Context: an optimization exercise on an open-source flow, tuned for small area. The choices shown serve that exercise and are no tape-out recipe.
Function was checked by simulation only, so behaviour that the tests miss may differ from the original.
No activity file was given, so power comes from the tool's default toggle rates.

==> flow/flow/run.sh <==
#!/bin/bash
# Own layout flow: the standard ORFS flow (standard.sh) with these changes.
#  1. Synthesis is synth_recipe.tcl unchanged except that ABC maps the
#     combinational logic with flow/abc_area_nf.script (area-oriented &nf)
#     instead of ORFS's abc_area.script. Flip-flops are mapped before ABC, so
#     the registers, their names and cell types are the standard synthesis's.
#  2. Port buffers use the smallest buffer, sky130_fd_sc_hd__buf_1.
#  3. CTS inserts no dummy loads and builds the tree from clkbuf_8, with
#     sink clusters of at most 16 sinks and 50 um.
# Every tool's output goes to a log in this folder (make.log; ORFS's own
# per-step logs stay under orfs/logs).
set -euo pipefail
W=$PWD
sed "s#^source \$::env(SCRIPTS_DIR)/synth_preamble.tcl\$#&\nset abc_args [lreplace \$abc_args 1 1 $W/flow/abc_area_nf.script]#" \
    "$FLOW_HOME/scripts/synth.tcl" > "$W/own_synth_body.tcl"
grep -q "abc_area_nf.script" "$W/own_synth_body.tcl"
sed "s#^source \$::env(SCRIPTS_DIR)/synth.tcl\$#source $W/own_synth_body.tcl#" \
    "$W/synth_recipe.tcl" > "$W/own_synth.tcl"
grep -q "own_synth_body.tcl" "$W/own_synth.tcl"
sed "s#SYNTH_SCRIPT=[^ ]*#SYNTH_SCRIPT=$W/own_synth.tcl#" "$W/standard.sh" > "$W/own_standard.sh"
grep -q "SYNTH_SCRIPT=$W/own_synth.tcl" "$W/own_standard.sh"
export BUFFER_PORTS_ARGS="-buffer_cell sky130_fd_sc_hd__buf_1"
export CTS_ARGS="-sink_clustering_enable -repair_clock_nets -dont_use_dummy_load -buf_list {sky130_fd_sc_hd__clkbuf_8} -sink_clustering_size 16 -sink_clustering_max_diameter 50"
bash "$W/own_standard.sh" > "$W/make.log" 2>&1
==> flow/flow/abc_area_nf.script <==
&get -n
&st
&dc2
&dch -f
&nf -a -F 5 -A 5
&put
topo
==> flow/standard.sh <==
#!/bin/bash
# synth_recipe.tcl (not shown) runs the flow's synth.tcl, then flattens the netlist and writes it again
# the make line also repeats each setting of config.mk as NAME=value (left out here)
make -C /OpenROAD-flow-scripts/flow DESIGN_CONFIG=/design/flow/config.mk WORK_HOME=/design/flow/orfs CLKGATE_MAP_FILE= SYNTH_SCRIPT=/design/flow/synth_recipe.tcl "${@:-finish}"
==> flow/config.mk <==
export PLATFORM = sky130hd
export DESIGN_NAME = lane_rx
export DESIGN_NICKNAME = lane_rx
export VERILOG_FILES = /design/flow/design.v
export SDC_FILE = /design/flow/constraint.sdc
export NUM_CORES = 4
export LEC_CHECK = 0
export CAP_MARGIN = 20
export CORE_MARGIN = 2
export CORE_UTILIZATION = 45
export SLEW_MARGIN = 20
==> flow/constraint.sdc <==
create_clock -name core_clock -period 18.0 [get_ports {clk}]
set_input_delay 3.6000 -clock core_clock [delete_from_list [all_inputs] [get_ports {clk}]]
set_output_delay 3.6000 -clock core_clock [all_outputs]
set_load 0.01 [all_outputs]
==> flow/design.v <==
module lane_rx (
    input  wire         clk,
    input  wire         rst,             
    input  wire         cdr_lock,        
    input  wire         rx_valid,
    input  wire [65:0]  rx_data,
    input  wire         descr_en,
    input  wire [15:0]  hunt_limit,      
    input  wire         match_en,
    input  wire         hdr_care,
    input  wire [1:0]   match_hdr,
    input  wire [63:0]  match_val,
    input  wire [63:0]  match_mask,
    input  wire [1:0]   prbs_sel,        
    input  wire [1:0]   start_mode,      
    input  wire [19:0]  cmp_count,       
    input  wire [63:0]  pmask,
    input  wire         burst,
    input  wire         cmp_event,
    output reg  [1:0]   lane_state,      
    output wire         block_lock,
    output reg          ev_lock,
    output reg          ev_lol,
    output reg          ev_hunt_slow,
    output reg          ev_match,
    output reg          ev_mismatch,
    output reg          ev_cmp_done,
    output reg          blk_valid,
    output reg  [1:0]   blk_hdr,
    output reg  [63:0]  blk_payload,
    output reg  [2:0]   cmp_result,
    output reg  [19:0]  blocks,
    output reg  [19:0]  block_errs,
    output reg  [23:0]  bit_errs,
    output reg  [19:0]  header_errs,
    output reg  [19:0]  first_err,
    output reg  [15:0]  lock_losses
);
    localparam [2:0] R_NOT_STARTED = 3'd0, R_PASS = 3'd1, R_FAIL = 3'd2,
                     R_LOST = 3'd3, R_INCOMPLETE = 3'd4;
    wire in_sync = lane_state[1];
    wire locked  = lane_state[1] & lane_state[0];
    wire hunting = lane_state[1] & ~lane_state[0];
    assign block_lock = locked;
    reg  [65:0] prev_word;       
    reg  [4:0]  off_a;
    reg  [3:0]  off_b;
    reg  [3:0]  off_c;
    reg         skip;
    reg  [5:0]  valid_cnt;       
    reg  [9:0]  hunt_lo;         
    reg  [15:0] hunt_hi;         
    reg  [63:0] hdr_window;      
    reg  [3:0]  bad_cnt;         
    reg  [57:0] descr_hist;      
    wire sync_on = cdr_lock & in_sync;
    wire examine = sync_on & rx_valid & ~skip;
    wire [131:0] win = {rx_data, prev_word};
    wire sa0 = off_a[0], sa1 = off_a[1], sa2 = off_a[2], sa3 = off_a[3], sa4 = off_a[4];
    wire sb0 = off_b[0], sb1 = off_b[1], sb2 = off_b[2], sb3 = off_b[3];
    wire sc0 = off_c[0], sc1 = off_c[1], sc2 = off_c[2], sc3 = off_c[3];
    wire [80:0] sh_a;
    wire [68:0] sh_b;
    wire [65:0] cand;
    genvar gi;
    generate
        for (gi = 0; gi < 81; gi = gi + 1) begin : g_sa
            if (gi < 68) begin : g_m5
                assign sh_a[gi] = (sa0 & win[gi]) | (sa1 & win[gi + 16]) | (sa2 & win[gi + 32]) |
                                  (sa3 & win[gi + 48]) | (sa4 & win[gi + 64]);
            end else begin : g_m4
                assign sh_a[gi] = (sa0 & win[gi]) | (sa1 & win[gi + 16]) | (sa2 & win[gi + 32]) |
                                  (sa3 & win[gi + 48]);
            end
        end
        for (gi = 0; gi < 69; gi = gi + 1) begin : g_sb
            assign sh_b[gi] = (sb0 & sh_a[gi]) | (sb1 & sh_a[gi + 4]) | (sb2 & sh_a[gi + 8]) |
                              (sb3 & sh_a[gi + 12]);
        end
        for (gi = 0; gi < 66; gi = gi + 1) begin : g_sc
            assign cand[gi] = (sc0 & sh_b[gi]) | (sc1 & sh_b[gi + 1]) | (sc2 & sh_b[gi + 2]) |
                              (sc3 & sh_b[gi + 3]);
        end
    endgenerate
    wire [1:0]  hdr     = cand[1:0];
    wire [63:0] raw_pay = cand[65:2];
    wire        hdr_ok  = hdr[0] ^ hdr[1];
    wire [121:0] dext = {raw_pay, descr_hist};
    wire [63:0]  pay;
    generate
        for (gi = 0; gi < 64; gi = gi + 1) begin : g_descr
            assign pay[gi] = raw_pay[gi] ^ (descr_en & (dext[gi + 19] ^ dext[gi]));
        end
    endgenerate
    wire gain_lock = examine & hunting & hdr_ok & (&valid_cnt);
    wire lose_lock = examine & locked & ~hdr_ok & ~hdr_window[63] & (&bad_cnt);
    wire tested    = gain_lock | (examine & locked & ~lose_lock);
    wire leave_locked = locked & (lose_lock | ~cdr_lock);
    wire hunt_hit  = (&hunt_lo) & (hunt_hi == hunt_limit) & (|hunt_limit);
    wire hunt_step = examine & hunting;
    wire hunt_slow = hunt_step & hunt_hit & ~(hdr_ok & (&valid_cnt));
    wire match = match_en & tested &
                 ~(|((pay ^ match_val) & match_mask)) &
                 (~hdr_care | (hdr == match_hdr));
    always @(posedge clk) begin
        if (rst) begin
            lane_state   <= 2'b01;
            ev_lock      <= 1'b0;
            ev_lol       <= 1'b0;
            ev_hunt_slow <= 1'b0;
        end else begin
            ev_lock      <= gain_lock;
            ev_lol       <= lose_lock | (~cdr_lock & in_sync);
            ev_hunt_slow <= hunt_slow;
            lane_state[1] <= cdr_lock;
            lane_state[0] <= ~cdr_lock | (in_sync & (lane_state[0] ? ~lose_lock : gain_lock));
        end
    end
    always @(posedge clk) begin
        if (rx_valid) begin
            prev_word  <= rx_data;
            descr_hist <= raw_pay[63:6];
            hdr_window <= {hdr_window[62:0], ~hdr_ok};
        end
    end
    always @(posedge clk) begin
        if (!sync_on) begin
            off_a     <= 5'b00001;
            off_b     <= 4'b0001;
            off_c     <= 4'b0001;
            skip      <= 1'b1;
            valid_cnt <= 6'd0;
        end else if (rx_valid) begin
            if (skip) begin
                skip <= 1'b0;
            end else if (hunting) begin
                valid_cnt <= hdr_ok ? valid_cnt + 6'd1 : 6'd0;
                if (!hdr_ok) begin
                    if (off_a[4] & off_c[1]) begin        
                        off_a <= 5'b00001;
                        off_b <= 4'b0001;
                        off_c <= 4'b0001;
                        skip  <= 1'b1;
                    end else begin
                        off_c <= {off_c[2:0], off_c[3]};
                        if (off_c[3])
                            off_b <= {off_b[2:0], off_b[3]};
                        if (off_c[3] & off_b[3])
                            off_a <= {off_a[3:0], 1'b0};
                    end
                end
            end
        end
    end
    always @(posedge clk) begin
        if (!(cdr_lock & hunting) || (hunt_step & hunt_hit)) begin
            hunt_lo <= 10'd0;
            hunt_hi <= 16'd1;
        end else if (hunt_step) begin
            hunt_lo <= hunt_lo + 10'd1;
            if (&hunt_lo)
                hunt_hi <= hunt_hi + 16'd1;
        end
    end
    always @(posedge clk) begin
        if (!locked)
            bad_cnt <= 4'd0;
        else if (rx_valid)
            bad_cnt <= bad_cnt + {3'd0, ~hdr_ok} - {3'd0, hdr_window[63]};
    end
    always @(posedge clk) begin
        blk_hdr     <= hdr;
        blk_payload <= pay;
        if (rst) begin
            blk_valid <= 1'b0;
            ev_match  <= 1'b0;
        end else begin
            blk_valid <= tested;
            ev_match  <= match;
        end
    end
    reg  [30:0] prbs_state;      
    reg  [94:0] prbs_ext;
    wire p7  = ~prbs_sel[1] & ~prbs_sel[0];
    wire p15 = ~prbs_sel[1] & prbs_sel[0];
    wire p31 = prbs_sel[1];
    integer q;
    always @(*) begin
        prbs_ext = 95'd0;
        prbs_ext[30:0] = prbs_state;
        for (q = 31; q < 95; q = q + 1)
            prbs_ext[q] = (p7  & (prbs_ext[q - 7]  ^ prbs_ext[q - 6])) |
                          (p15 & (prbs_ext[q - 15] ^ prbs_ext[q - 14])) |
                          (p31 & (prbs_ext[q - 31] ^ prbs_ext[q - 28]));
    end
    wire [63:0] expected = prbs_ext[94:31];
    reg burst_q;
    reg running;         
    reg finished;        
    reg anchored;
    reg event_seen;
    wire bstart  = burst & ~burst_q;
    wire fin_c   = finished & ~bstart;
    wire anch_c  = anchored & ~bstart;
    wire evs_c   = event_seen & ~bstart;
    wire clr_cnt = rst | bstart;
    wire start_ok = (start_mode == 2'd0) | ((start_mode == 2'd1) & anch_c) |
                    ((start_mode == 2'd2) & evs_c);
    wire do_cmp   = burst & running & tested;
    wire do_lost  = burst & running & leave_locked;
    wire do_start = burst & ~running & ~fin_c & locked & start_ok & tested;
    wire [63:0] err_bits = (pay ^ expected) & pmask & {64{do_cmp}};
    wire hdr_err  = do_cmp & (hdr != 2'b01);
    wire blk_err  = hdr_err | (|err_bits);
    wire no_errs  = ~(|block_errs);
    wire first_e  = blk_err & no_errs;
    wire fs1 = bit_errs[0] ^ err_bits[0] ^ err_bits[1];
    wire fc2 = (bit_errs[0] & err_bits[0]) | (bit_errs[0] & err_bits[1]) | (err_bits[0] & err_bits[1]);
    wire fs3 = err_bits[2] ^ err_bits[3] ^ err_bits[4];
    wire fc4 = (err_bits[2] & err_bits[3]) | (err_bits[2] & err_bits[4]) | (err_bits[3] & err_bits[4]);
    wire fs5 = err_bits[5] ^ err_bits[6] ^ err_bits[7];
    wire fc6 = (err_bits[5] & err_bits[6]) | (err_bits[5] & err_bits[7]) | (err_bits[6] & err_bits[7]);
    wire fs7 = err_bits[8] ^ err_bits[9] ^ err_bits[10];
    wire fc8 = (err_bits[8] & err_bits[9]) | (err_bits[8] & err_bits[10]) | (err_bits[9] & err_bits[10]);
    wire fs9 = err_bits[11] ^ err_bits[12] ^ err_bits[13];
    wire fc10 = (err_bits[11] & err_bits[12]) | (err_bits[11] & err_bits[13]) | (err_bits[12] & err_bits[13]);
    wire fs11 = err_bits[14] ^ err_bits[15] ^ err_bits[16];
    wire fc12 = (err_bits[14] & err_bits[15]) | (err_bits[14] & err_bits[16]) | (err_bits[15] & err_bits[16]);
    wire fs13 = err_bits[17] ^ err_bits[18] ^ err_bits[19];
    wire fc14 = (err_bits[17] & err_bits[18]) | (err_bits[17] & err_bits[19]) | (err_bits[18] & err_bits[19]);
    wire fs15 = err_bits[20] ^ err_bits[21] ^ err_bits[22];
    wire fc16 = (err_bits[20] & err_bits[21]) | (err_bits[20] & err_bits[22]) | (err_bits[21] & err_bits[22]);
    wire fs17 = err_bits[23] ^ err_bits[24] ^ err_bits[25];
    wire fc18 = (err_bits[23] & err_bits[24]) | (err_bits[23] & err_bits[25]) | (err_bits[24] & err_bits[25]);
    wire fs19 = err_bits[26] ^ err_bits[27] ^ err_bits[28];
    wire fc20 = (err_bits[26] & err_bits[27]) | (err_bits[26] & err_bits[28]) | (err_bits[27] & err_bits[28]);
    wire fs21 = err_bits[29] ^ err_bits[30] ^ err_bits[31];
    wire fc22 = (err_bits[29] & err_bits[30]) | (err_bits[29] & err_bits[31]) | (err_bits[30] & err_bits[31]);
    wire fs23 = err_bits[32] ^ err_bits[33] ^ err_bits[34];
    wire fc24 = (err_bits[32] & err_bits[33]) | (err_bits[32] & err_bits[34]) | (err_bits[33] & err_bits[34]);
    wire fs25 = err_bits[35] ^ err_bits[36] ^ fs1;
    wire fc26 = (err_bits[35] & err_bits[36]) | (err_bits[35] & fs1) | (err_bits[36] & fs1);
    wire fs27 = fs11 ^ fs13 ^ fs15;
    wire fc28 = (fs11 & fs13) | (fs11 & fs15) | (fs13 & fs15);
    wire fs29 = fs17 ^ fs19 ^ fs21;
    wire fc30 = (fs17 & fs19) | (fs17 & fs21) | (fs19 & fs21);
    wire fs31 = fs3 ^ fs5 ^ fs7;
    wire fc32 = (fs3 & fs5) | (fs3 & fs7) | (fs5 & fs7);
    wire fs33 = fs9 ^ err_bits[37] ^ err_bits[38];
    wire fc34 = (fs9 & err_bits[37]) | (fs9 & err_bits[38]) | (err_bits[37] & err_bits[38]);
    wire fs35 = fs23 ^ err_bits[39] ^ err_bits[40];
    wire fc36 = (fs23 & err_bits[39]) | (fs23 & err_bits[40]) | (err_bits[39] & err_bits[40]);
    wire fs37 = fs25 ^ fs27 ^ fs29;
    wire fc38 = (fs25 & fs27) | (fs25 & fs29) | (fs27 & fs29);
    wire fs39 = fs31 ^ err_bits[41] ^ err_bits[42];
    wire fc40 = (fs31 & err_bits[41]) | (fs31 & err_bits[42]) | (err_bits[41] & err_bits[42]);
    wire fs41 = fs33 ^ err_bits[43] ^ err_bits[44];
    wire fc42 = (fs33 & err_bits[43]) | (fs33 & err_bits[44]) | (err_bits[43] & err_bits[44]);
    wire fs43 = fs35 ^ fs37 ^ err_bits[45];
    wire fc44 = (fs35 & fs37) | (fs35 & err_bits[45]) | (fs37 & err_bits[45]);
    wire fs45 = err_bits[46] ^ fs39 ^ err_bits[47];
    wire fc46 = (err_bits[46] & fs39) | (err_bits[46] & err_bits[47]) | (fs39 & err_bits[47]);
    wire fs47 = err_bits[48] ^ fs41 ^ err_bits[49];
    wire fc48 = (err_bits[48] & fs41) | (err_bits[48] & err_bits[49]) | (fs41 & err_bits[49]);
    wire fs49 = fs43 ^ err_bits[50] ^ err_bits[51];
    wire fc50 = (fs43 & err_bits[50]) | (fs43 & err_bits[51]) | (err_bits[50] & err_bits[51]);
    wire fs51 = fs45 ^ err_bits[52] ^ err_bits[53];
    wire fc52 = (fs45 & err_bits[52]) | (fs45 & err_bits[53]) | (err_bits[52] & err_bits[53]);
    wire fs53 = fs47 ^ err_bits[54] ^ err_bits[55];
    wire fc54 = (fs47 & err_bits[54]) | (fs47 & err_bits[55]) | (err_bits[54] & err_bits[55]);
    wire fs55 = fs49 ^ err_bits[56] ^ err_bits[57];
    wire fc56 = (fs49 & err_bits[56]) | (fs49 & err_bits[57]) | (err_bits[56] & err_bits[57]);
    wire fs57 = fs51 ^ err_bits[58] ^ err_bits[59];
    wire fc58 = (fs51 & err_bits[58]) | (fs51 & err_bits[59]) | (err_bits[58] & err_bits[59]);
    wire fs59 = fs53 ^ err_bits[60] ^ err_bits[61];
    wire fc60 = (fs53 & err_bits[60]) | (fs53 & err_bits[61]) | (err_bits[60] & err_bits[61]);
    wire fs61 = fs55 ^ err_bits[62] ^ err_bits[63];
    wire fc62 = (fs55 & err_bits[62]) | (fs55 & err_bits[63]) | (err_bits[62] & err_bits[63]);
    wire fs63 = fs57 ^ fs59 ^ fs61;
    wire fc64 = (fs57 & fs59) | (fs57 & fs61) | (fs59 & fs61);
    wire fs65 = bit_errs[1] ^ fc2 ^ fc4;
    wire fc66 = (bit_errs[1] & fc2) | (bit_errs[1] & fc4) | (fc2 & fc4);
    wire fs67 = fc6 ^ fc8 ^ fc10;
    wire fc68 = (fc6 & fc8) | (fc6 & fc10) | (fc8 & fc10);
    wire fs69 = fc12 ^ fc14 ^ fc16;
    wire fc70 = (fc12 & fc14) | (fc12 & fc16) | (fc14 & fc16);
    wire fs71 = fc18 ^ fc20 ^ fc22;
    wire fc72 = (fc18 & fc20) | (fc18 & fc22) | (fc20 & fc22);
    wire fs73 = fc24 ^ fc26 ^ fc28;
    wire fc74 = (fc24 & fc26) | (fc24 & fc28) | (fc26 & fc28);
    wire fs75 = fc30 ^ fc32 ^ fs65;
    wire fc76 = (fc30 & fc32) | (fc30 & fs65) | (fc32 & fs65);
    wire fs77 = fs67 ^ fs69 ^ fs71;
    wire fc78 = (fs67 & fs69) | (fs67 & fs71) | (fs69 & fs71);
    wire fs79 = fc34 ^ fc36 ^ fc38;
    wire fc80 = (fc34 & fc36) | (fc34 & fc38) | (fc36 & fc38);
    wire fs81 = fs73 ^ fs75 ^ fs77;
    wire fc82 = (fs73 & fs75) | (fs73 & fs77) | (fs75 & fs77);
    wire fs83 = fc40 ^ fc42 ^ fs79;
    wire fc84 = (fc40 & fc42) | (fc40 & fs79) | (fc42 & fs79);
    wire fs85 = fs81 ^ fc44 ^ fc46;
    wire fc86 = (fs81 & fc44) | (fs81 & fc46) | (fc44 & fc46);
    wire fs87 = fs83 ^ fc48 ^ fc50;
    wire fc88 = (fs83 & fc48) | (fs83 & fc50) | (fc48 & fc50);
    wire fs89 = fs85 ^ fc52 ^ fc54;
    wire fc90 = (fs85 & fc52) | (fs85 & fc54) | (fc52 & fc54);
    wire fs91 = fs87 ^ fc56 ^ fc58;
    wire fc92 = (fs87 & fc56) | (fs87 & fc58) | (fc56 & fc58);
    wire fs93 = fs89 ^ fc60 ^ fc62;
    wire fc94 = (fs89 & fc60) | (fs89 & fc62) | (fc60 & fc62);
    wire fs95 = fs91 ^ fc64 ^ fs93;
    wire fc96 = (fs91 & fc64) | (fs91 & fs93) | (fc64 & fs93);
    wire fs97 = bit_errs[2] ^ fc66 ^ fc68;
    wire fc98 = (bit_errs[2] & fc66) | (bit_errs[2] & fc68) | (fc66 & fc68);
    wire fs99 = fc70 ^ fc72 ^ fc74;
    wire fc100 = (fc70 & fc72) | (fc70 & fc74) | (fc72 & fc74);
    wire fs101 = fc76 ^ fc78 ^ fs97;
    wire fc102 = (fc76 & fc78) | (fc76 & fs97) | (fc78 & fs97);
    wire fs103 = fc80 ^ fc82 ^ fs101;
    wire fc104 = (fc80 & fc82) | (fc80 & fs101) | (fc82 & fs101);
    wire fs105 = fs99 ^ fc84 ^ fs103;
    wire fc106 = (fs99 & fc84) | (fs99 & fs103) | (fc84 & fs103);
    wire fs107 = fc86 ^ fs105 ^ fc88;
    wire fc108 = (fc86 & fs105) | (fc86 & fc88) | (fs105 & fc88);
    wire fs109 = fc90 ^ fs107 ^ fc92;
    wire fc110 = (fc90 & fs107) | (fc90 & fc92) | (fs107 & fc92);
    wire fs111 = fc94 ^ fs109 ^ fc96;
    wire fc112 = (fc94 & fs109) | (fc94 & fc96) | (fs109 & fc96);
    wire fs113 = bit_errs[3] ^ fc98 ^ fc100;
    wire fc114 = (bit_errs[3] & fc98) | (bit_errs[3] & fc100) | (fc98 & fc100);
    wire fs115 = fc102 ^ fc104 ^ fs113;
    wire fc116 = (fc102 & fc104) | (fc102 & fs113) | (fc104 & fs113);
    wire fs117 = fc106 ^ fs115 ^ fc108;
    wire fc118 = (fc106 & fs115) | (fc106 & fc108) | (fs115 & fc108);
    wire fs119 = fs117 ^ fc110 ^ fc112;
    wire fc120 = (fs117 & fc110) | (fs117 & fc112) | (fc110 & fc112);
    wire fs121 = bit_errs[4] ^ fc114 ^ fc116;
    wire fc122 = (bit_errs[4] & fc114) | (bit_errs[4] & fc116) | (fc114 & fc116);
    wire fs123 = fs121 ^ fc118 ^ fc120;
    wire fc124 = (fs121 & fc118) | (fs121 & fc120) | (fc118 & fc120);
    wire fs125 = bit_errs[5] ^ fc122 ^ fc124;
    wire fc126 = (bit_errs[5] & fc122) | (bit_errs[5] & fc124) | (fc122 & fc124);
    wire hs127 = bit_errs[6] ^ fc126;
    wire hc128 = bit_errs[6] & fc126;
    wire [7:0] csum = {hc128, hs127, fs125, fs123, fs119, fs111, fs95, fs63};
    wire [16:0] be_hi_inc;
    wire [17:0] be_hi_c;
    assign be_hi_c[0] = 1'b1;
    generate
        for (gi = 0; gi < 17; gi = gi + 1) begin : g_behi
            assign be_hi_inc[gi]  = bit_errs[gi + 7] ^ be_hi_c[gi];
            assign be_hi_c[gi + 1] = bit_errs[gi + 7] & be_hi_c[gi];
        end
    endgenerate
    wire be_ovf = csum[7] & be_hi_c[17];
    wire [23:0] be_sum = be_ovf ? 24'hFFFFFF : {csum[7] ? be_hi_inc : bit_errs[23:7], csum[6:0]};
    wire [19:0] blocks_inc = blocks + 20'd1;
    wire [19:0] berr_inc   = block_errs + 20'd1;
    wire [19:0] herr_inc   = header_errs + 20'd1;
    wire [15:0] ll_inc     = lock_losses + 16'd1;
    wire blocks_sat = &blocks;
    wire berr_sat   = &block_errs;
    wire herr_sat   = &header_errs;
    wire ll_sat     = &lock_losses;
    wire [19:0] n_blocks = do_start ? 20'd1 : (do_cmp & ~blocks_sat) ? blocks_inc : blocks;
    wire end_count = burst & ~fin_c & (|cmp_count) &
                     ((do_start & (cmp_count == 20'd1)) | (do_cmp & (blocks_inc == cmp_count)));
    wire end_burst = ~burst & burst_q & ~finished;
    wire any_errs  = (~no_errs & ~bstart) | blk_err;
    wire n_running  = burst & (running | do_start) & ~do_lost & ~end_count;
    wire n_finished = burst ? (fin_c | do_lost | end_count) : (finished | burst_q);
    always @(posedge clk) begin
        anchored   <= burst ? (anch_c | (~n_running & ~n_finished & match)) : anchored;
        event_seen <= burst ? (evs_c | cmp_event) : event_seen;
        finished   <= n_finished;
        if (tested)
            prbs_state <= running ? expected[63:33] : pay[63:33];
        if (rst) begin
            burst_q     <= 1'b0;
            running     <= 1'b0;
            cmp_result  <= R_NOT_STARTED;
            ev_cmp_done <= 1'b0;
            ev_mismatch <= 1'b0;
        end else begin
            burst_q     <= burst;
            running     <= n_running;
            ev_cmp_done <= do_lost | end_count | end_burst;
            ev_mismatch <= first_e;
            if (do_lost)
                cmp_result <= R_LOST;
            else if (end_count)
                cmp_result <= any_errs ? R_FAIL : R_PASS;
            else if (end_burst)
                cmp_result <= ~running ? R_NOT_STARTED :
                              (|cmp_count) ? R_INCOMPLETE :
                              ~no_errs ? R_FAIL : R_PASS;
        end
    end
    always @(posedge clk) begin
        if (clr_cnt) begin
            blocks      <= {19'd0, do_start & ~rst};
            block_errs  <= 20'd0;
            header_errs <= 20'd0;
            bit_errs    <= 24'd0;
            first_err   <= 20'hFFFFF;
        end else begin
            blocks <= n_blocks;
            if (blk_err & ~berr_sat)
                block_errs <= berr_inc;
            if (hdr_err & ~herr_sat)
                header_errs <= herr_inc;
            bit_errs <= be_sum;
            if (first_e)
                first_err <= blocks;
        end
        if (rst)
            lock_losses <= 16'd0;
        else if (bstart)
            lock_losses <= {15'd0, leave_locked};
        else if (burst & leave_locked & ~ll_sat)
            lock_losses <= ll_inc;
    end
endmodule
==> notes.md, run 1 <==
status=timing/DRC/antenna clean; crit path capture type=flop; top post-synthesis cells by area=edfxtp_1 24%, dfxtp_1 18%, a222oi_1 7.9%, nand2_1 7.2%, xnor2_1 5.9%; synthesized instance count=2832; DIE HEIGHT=251 um; mapped cell area=0.0276 sq mm; slew margin rel.=0.157; drt first pass iters=17; Fin Setup TNS=0 ps; Setup Skew=91.2 ps; fin. max-slew vios=0; Filler Cell Count=5704; LEAKAGE=11.3 nW; switching power total=between 0.0008 and 0.0009 W; Gate power share=0.256; DR iter-0 viols=4262; syn_area_per_cell=9.73 sq um; drt wl/cell=25.8 um; fmax=~0.065 GHz; gr usage total=0.337; Core Footprint=0.0605 sq mm; layout cell share with drive strength beyond 1=0.0508; via count=about 27000; vias in the first global route=between 20000 and 30000; TritonCTS clock tree=done; period utilization=0.857; post-CTS setup buffers=0; H-tree Lvls=2; Top cell by count, worst path=fa_1; post-route ant nets=0; Final #Nets=just under 4000; max incr delay on CP=approximately 800 ps; WP data required=18500 ps; yosys warns=1; slowest CP cell=a221oi_1; Min-Delay Path Class=reg2reg; Clock Latency Late Sink=700 ps; HPWL after DPL=between 80000 and 90000 um; final hold violations=0; Worst setup SP type=input pin; maximum vdd drop=0.0716 mV; setup ws final=around 2600 ps; share of the synthesized area in the top cell type=0.242; Yosys reg bits=472; CP Data Arrival Time=15930 ps; number of enable flip-flop cells after synthesis=222; unrepaired setup endpoints after global routing=false; initial antenna violation count=7; largest net degree at the start of global routing=84; I/O pin cnt=508; top_reg_cell synth=dfxtp_1; critical setup path kind=in2reg; CTS-repair resized insts=0; dpl ws=1940 ps; sequential element share of the synthesized area=0.424; clock transition at the registers of the reported paths=70 ps; Sw Share=0.328; Int Power=0.00167 W; clk root buf=clkbuf_8; worst slew pin tran=1250 ps; worst-path maximum fanout=36; minimum clock period=between 15000 and 20000 ps; GPL Wtd Cong=~1.0; Post-Syn Nets=3242; PD cells=77.5 mW/mm^2; die footprint=roughly 0.063 sq mm; clock share of power=0.252; final setup fails=0; Max-cap violations=0; Hold WS=slightly below 400 ps; synthesis-to-finish area growth=16.0%; WL final=110000 um; Starting Density=0.456; residual DRC count=0; largest area contributor in the synthesized netlist=edfxtp_1; CTS Buf Count=53; Port Buffer Count=approximately 510; first-pass GRT wire length=161000 um; die width=251 um; CTS Buffer Depth=3; post-synthesis async set-or-reset flop share=0; Std-Cell Rows=90; GR Overflow Total=0; Clock Sinks=472; synth unique cells=59; sequential power share=0.492; vias per cell=6.28; # hold bufs at CTS=0; Design Power=0.00248 W
[synth_stat cells (28+ instances only)]
master,n
a211oi_1,31
a21oi_1,124
a222oi_1,217
a22oi_1,126
and3_1,70
clkinv_1,129
dfxtp_1,250
edfxtp_1,222
fa_1,64
ha_1,37
mux2i_1,28
nand2_1,525
nand3_1,74
nand4_1,28
nor2_1,134
nor3_1,46
o21ai_0,80
xnor2_1,187
xor2_1,186
[metrics by stage]
stage	area [sq um]	std cells	util
floorplan	27600	2832	-
global placement	31200	4214	0.516
detailed placement	31200	4214	0.516
CTS	32000	4267	0.529
global route	32000	4269	0.529
finish	32000	4269	0.529
[worst paths after layout]
check	to	from	slack, ps	cells after the start
worst max-delay path	bit_errs[15]	prbs_sel[1]	2570	46
worst min register to register	hdr_window[5]	hdr_window[4]	400	0
worst max register to register	bit_errs[15]	off_a[1]	5310	37
worst min-delay path	hdr_window[5]	hdr_window[4]	400	0
[worst max-delay path, delay by kind of cell]
| family | cells | cell delay [ps] |
|---|---|---|
| xor+xnor | 10 | 2100 |
| fa+ha+maj | 9 | 3230 |
| simple gates | 5 | 1160 |
| buf+inv | 11 | 2010 |
| compound gates | 11 | 3760 |
[power groups by stage]
stage	Combinational [W]	Clock [W]	Sequential, W
6_report	0.000635	0.000624	0.00122
5_1_grt	0.000667	0.000674	0.00122
4_1_cts	0.000623	0.000640	0.00122
3_5_place_dp	0.000620	0	0.00124
3_3_place_gp	0.000619	0	0.00124
2_1_floorplan	0.000315	0	0.00125
[layout make-up]
type                    instances  area, sq um  share of cell area
diodes                          2         5.00            0.000157
clock buffers                  53          729              0.0228
well taps                     782          978              0.0306
repair buffers                601         2620              0.0818
flip-flops and latches        472        11700               0.366
multi-input cells            2230        15500               0.484
inverters                     129          484              0.0151
[cells in the final DEF (no fill, tap or decap), types with 24 or more instances in the layout]
master	instances
and3_1	70
clkbuf_8	53
ha_1	37
nand2_1	525
mux2i_1	28
nor2_1	133
xnor2_1	186
nand4_1	28
clkinv_1	129
dfxtp_1	236
o21ai_0	80
nand3_1	74
o22ai_1	25
fa_1	64
a222oi_1	217
a21oi_1	123
and2_0	24
a22oi_1	126
xor2_1	184
a211oi_1	31
buf_4	94
edfxtp_1	222
buf_1	504
nor3_1	46
[cells by family after synthesis]
kind of cell,after synthesis,share of synthesized area
AOI/OAI and AO/OA,736,0.204
xor gates and xnor gates,373,0.119
adders and majority gates,101,0.0633
buffers and inverters,130,0.0178
DFF,472,0.424
muxes,30,0.0110
and+or+nand+nor,990,0.161
[metal layers]
metal | vias to the layer above | track usage | wire length (um)
li1 | 12100 | - | -
met1 | 13000 | 0.431 | 43700
met2 | 1482 | 0.559 | 51800
met3 | 240 | 0.0514 | 8730
met4 | 2 | 0.162 | 5880
met5 | - | 0 | 13
[registers in the layout, indices dropped and copies added, names as in the netlist, 5 cells and up]
signal       count
hunt_hi         16
blocks          20
hdr_window      64
blk_payload     64
first_err       20
prev_word       66
descr_hist      58
lock_losses     16
bit_errs        24
hunt_lo         10
valid_cnt        6
block_errs      20
off_a            5
prbs_state      31
header_errs     20
==> run 2, diff against run 1 <==
--- a/flow/flow/run.sh
+++ b/flow/flow/run.sh
@@ -6,7 +6,7 @@
 #     the registers, their names and cell types are the standard synthesis's.
 #  2. Port buffers use the smallest buffer, sky130_fd_sc_hd__buf_1.
 #  3. CTS inserts no dummy loads and builds the tree from clkbuf_8, with
-#     sink clusters of at most 16 sinks and 50 um.
+#     sink clusters of at most 20 sinks and 60 um.
 # Every tool's output goes to a log in this folder (make.log; ORFS's own
 # per-step logs stay under orfs/logs).
 set -euo pipefail
@@ -20,5 +20,5 @@
 sed "s#SYNTH_SCRIPT=[^ ]*#SYNTH_SCRIPT=$W/own_synth.tcl#" "$W/standard.sh" > "$W/own_standard.sh"
 grep -q "SYNTH_SCRIPT=$W/own_synth.tcl" "$W/own_standard.sh"
 export BUFFER_PORTS_ARGS="-buffer_cell sky130_fd_sc_hd__buf_1"
-export CTS_ARGS="-sink_clustering_enable -repair_clock_nets -dont_use_dummy_load -buf_list {sky130_fd_sc_hd__clkbuf_8} -sink_clustering_size 16 -sink_clustering_max_diameter 50"
+export CTS_ARGS="-sink_clustering_enable -repair_clock_nets -dont_use_dummy_load -buf_list {sky130_fd_sc_hd__clkbuf_8} -sink_clustering_size 20 -sink_clustering_max_diameter 60"
 bash "$W/own_standard.sh" > "$W/make.log" 2>&1
==> notes.md, run 2 <==
status=timing/DRC/antenna clean (unchanged); WP depth=45 (was 46); CTS-repair resized insts=0 (unchanged); CP startpoint=prbs_sel[1] (unchanged); worst slew pin tran=1140 ps (was 1250 ps); dpl ws=1940 ps (unchanged); layout cell share with drive strength beyond 1=0.0472 (was 0.0508); period utilization=0.858 (was 0.857); share of the synthesized area in the top cell type=0.242 (unchanged); critical setup path kind=in2reg (unchanged); Top Registers=prev_word: 66 flops, blk_payload: 64 flops, hdr_window: 64 flops (unchanged); number of enable flip-flop cells after synthesis=222 (unchanged); top_reg_cell synth=dfxtp_1 (unchanged); maximum vdd drop=0.0761 mV (was 0.0716 mV); sequential element share of the synthesized area=0.424 (unchanged); fin. max-slew vios=0 (unchanged); Hold Crit Depth=0 (unchanged); switching power total=0.000794 W (was 0.000812 W); largest area contributor in the synthesized netlist=edfxtp_1 (unchanged); Worst Reg-to-Reg Cells=36 (was 37); TritonCTS clock tree=done (unchanged); synth unique cells=59 (unchanged); DIE HEIGHT=251 um (unchanged); HPWL after DPL=85200 um (unchanged); Int Power=0.00160 W (was 0.00167 W); via count=26700 (was 26800); worst-path maximum fanout=36 (unchanged); worst reg2reg startpoint=off_a[1] (unchanged); Clock Latency Late Sink=660 ps (was 700 ps); final setup fails=0 (unchanged); most common library cells after synthesis=525 x nand2_1, 250 x dfxtp_1, 222 x edfxtp_1 (unchanged); post-synthesis async set-or-reset flop share=0 (unchanged); fmax=0.0648 GHz (about the same); I/O pin cnt=508 (unchanged); most flop-heavy register=prev_word (unchanged); mapped cell area=0.0276 sq mm (unchanged); top post-synthesis cells by area=edfxtp_1 24%, dfxtp_1 18%, a222oi_1 7.9%, nand2_1 7.2%, xnor2_1 5.9% (unchanged); residual DRC count=0 (unchanged); GPL Wtd Cong=1.02 (unchanged); most common cell after layout, fill and taps aside=nand2_1 (unchanged); post-route cell area=0.0318 sq mm (was 0.0320 sq mm); Hold WS=410 ps (was 398 ps); Buffers & Inverters on Critical Path=11 (unchanged); Std-Cell Rows=90 (unchanged); Post-Syn Nets=3242 (unchanged); Setup Skew=95.5 ps (was 91.2 ps); slew margin rel.=0.237 (was 0.157); most frequent cells in the layout=525 x nand2_1, 504 x buf_1, 236 x dfxtp_1, 222 x edfxtp_1, 217 x a222oi_1 (unchanged); vias in the first global route=25100 (was 25300); WL final=110000 um (about the same); clk root buf=clkbuf_8 (unchanged); unrepaired setup endpoints after global routing=false (unchanged); Gate power share=0.265 (was 0.256); vias per cell=6.28 (about the same); Min-Delay Path Class=reg2reg (unchanged); crit path capture type=flop (unchanged); Design Power=0.00240 W (was 0.00248 W); largest net degree at the start of global routing=84 (unchanged); CTS Buffer Depth=3 (unchanged); HP Start=hdr_window[55] (was hdr_window[4]); PD cells=75.5 mW/mm^2 (was 77.5 mW/mm^2); LEAKAGE=11.2 nW (was 11.3 nW); Port Buffer Count=507 (unchanged); Area after DPL=0.0312 sq mm (unchanged); drt wl/cell=25.8 um (about the same); max FFs per register=66 (unchanged); GR Overflow Total=0 (unchanged); post-CTS setup buffers=0 (unchanged); gr usage total=0.336 (was 0.337); WP data required=18520 ps (was 18500 ps); DR iter-0 viols=4378 (was 4262); H-tree Lvls=2 (unchanged); synthesized instance count=2832 (unchanged); synthesis-to-finish area growth=15.4% (was 16.0%); Fin Setup TNS=0 ps (unchanged); CTS Buf Count=40 (was 53); post-route ant nets=0 (unchanged); clock share of power=0.228 (was 0.252); setup ws final=2560 ps (was 2570 ps); Clock Sinks=472 (unchanged); family with the most delay on the worst path=compound AO/OA/AOI/OAI gates (unchanged); clock transition at the registers of the reported paths=100 ps (was 70 ps); Final #Nets=3884 (was 3897); die width=251 um (unchanged); most frequent cell after synthesis=nand2_1 (unchanged); Sw Share=0.331 (was 0.328); slowest CP cell=a221oi_1 (unchanged); initial antenna violation count=7 (unchanged); syn_area_per_cell=9.73 sq um (unchanged); final hold violations=0 (unchanged); drt first pass iters=15 (was 17); CP Data Arrival Time=15960 ps (was 15930 ps); minimum clock period=15440 ps (was 15430 ps); Worst setup SP type=input pin (unchanged); sequential power share=0.508 (was 0.492); Core Footprint=0.0605 sq mm (unchanged); # hold bufs at CTS=0 (unchanged); yosys warns=1 (unchanged); Yosys reg bits=472 (unchanged); Starting Density=0.456 (unchanged); max incr delay on CP=820 ps (was 800 ps); Top cell by count, worst path=fa_1 (unchanged); Max-cap violations=0 (unchanged); first-pass GRT wire length=160000 um (was 161000 um); die footprint=0.0632 sq mm (unchanged)
## run 2: path summary, 6_finish.rpt
path,end,slack (ps)
setup / recovery,bit_errs[9],2560
hold / removal,hdr_window[56],410
setup reg to reg,bit_errs[9],5330
hold reg to reg,hdr_window[56],410
## run 2: metrics by stage
step / cells / util
after floorplan: 2832 / -
after global placement: 4214 / 0.516
after detailed placement: 4214 / 0.516
after CTS: 4254 / 0.526
after global routing: 4257 / 0.526
final: 4257 / 0.526
## run 2: cell families after synthesis
logic type | synth area share
buf+inv | 0.0178
mux | 0.0110
compound gates | 0.204
flops | 0.424
xor+xnor | 0.119
simple gates | 0.161
fa+ha+maj | 0.0633
## run 2: final cells by class
cell class / count / area (sq um)
Fill cell: 5715 / 28700
Multi-Input combinational cell: 2230 / 15500
Sequential cell: 472 / 11700
Timing Repair Buffer: 601 / 2620
Tap cell: 782 / 978
Clock buffer: 40 / 551
Inverter: 129 / 484
Antenna cell: 3 / 7.51
## run 2: power by group through the flow
stage                     registers [W]  logic, W  clock network, W
after global routing            0.00122  0.000667          0.000594
after CTS                       0.00122  0.000623          0.000563
final                           0.00122  0.000635          0.000546
after global placement          0.00124  0.000619                 0
after detailed placement        0.00124  0.000620                 0
after floorplan                 0.00125  0.000315                 0
## run 2: routing by layer
layer  vias to the layer above  share of wire  global-route usage
li1                      12100              -                   -
met1                     12900           0.39               0.430
met2                      1479           0.47               0.561
met3                       227          0.082              0.0516
met4                         2          0.050               0.153
met5                         -        0.00011                   0

what the ideal ports hide:
Ports are ideal in the flow. The routed layouts listed here were re-timed in OpenROAD.
Step 1: set_driving_cell puts a clkbuf_16 on clk and a buf_2 on each other input, an assumption about the parent block.
Step 2, shift: input delay + t, output delay - t, t = (earliest + latest rising clock arrival at the registers) / 2. This alone moves slack from input paths to output paths.
Slacks: no drivers / after step 1 / after step 2; pairs: no drivers / after step 1.
| run | t (ns) | slack for setup (ns) | worst register clock-pin slew, ns | worst slew at a driven data input, ns |
|---|---|---|---|---|
| run 1 | 0.707 | 2.567 / 2.583 / 1.876 | 0.10 / 0.10 | 0.11 |
| run 2 | 0.677 | 2.560 / 2.577 / 1.900 | 0.13 / 0.13 | 0.11 |
After both steps setup and hold are still met in every run listed. For run 1, which loses most, drivers alone change the setup slack by +0.016 ns; drivers and shift together by -0.691 ns.
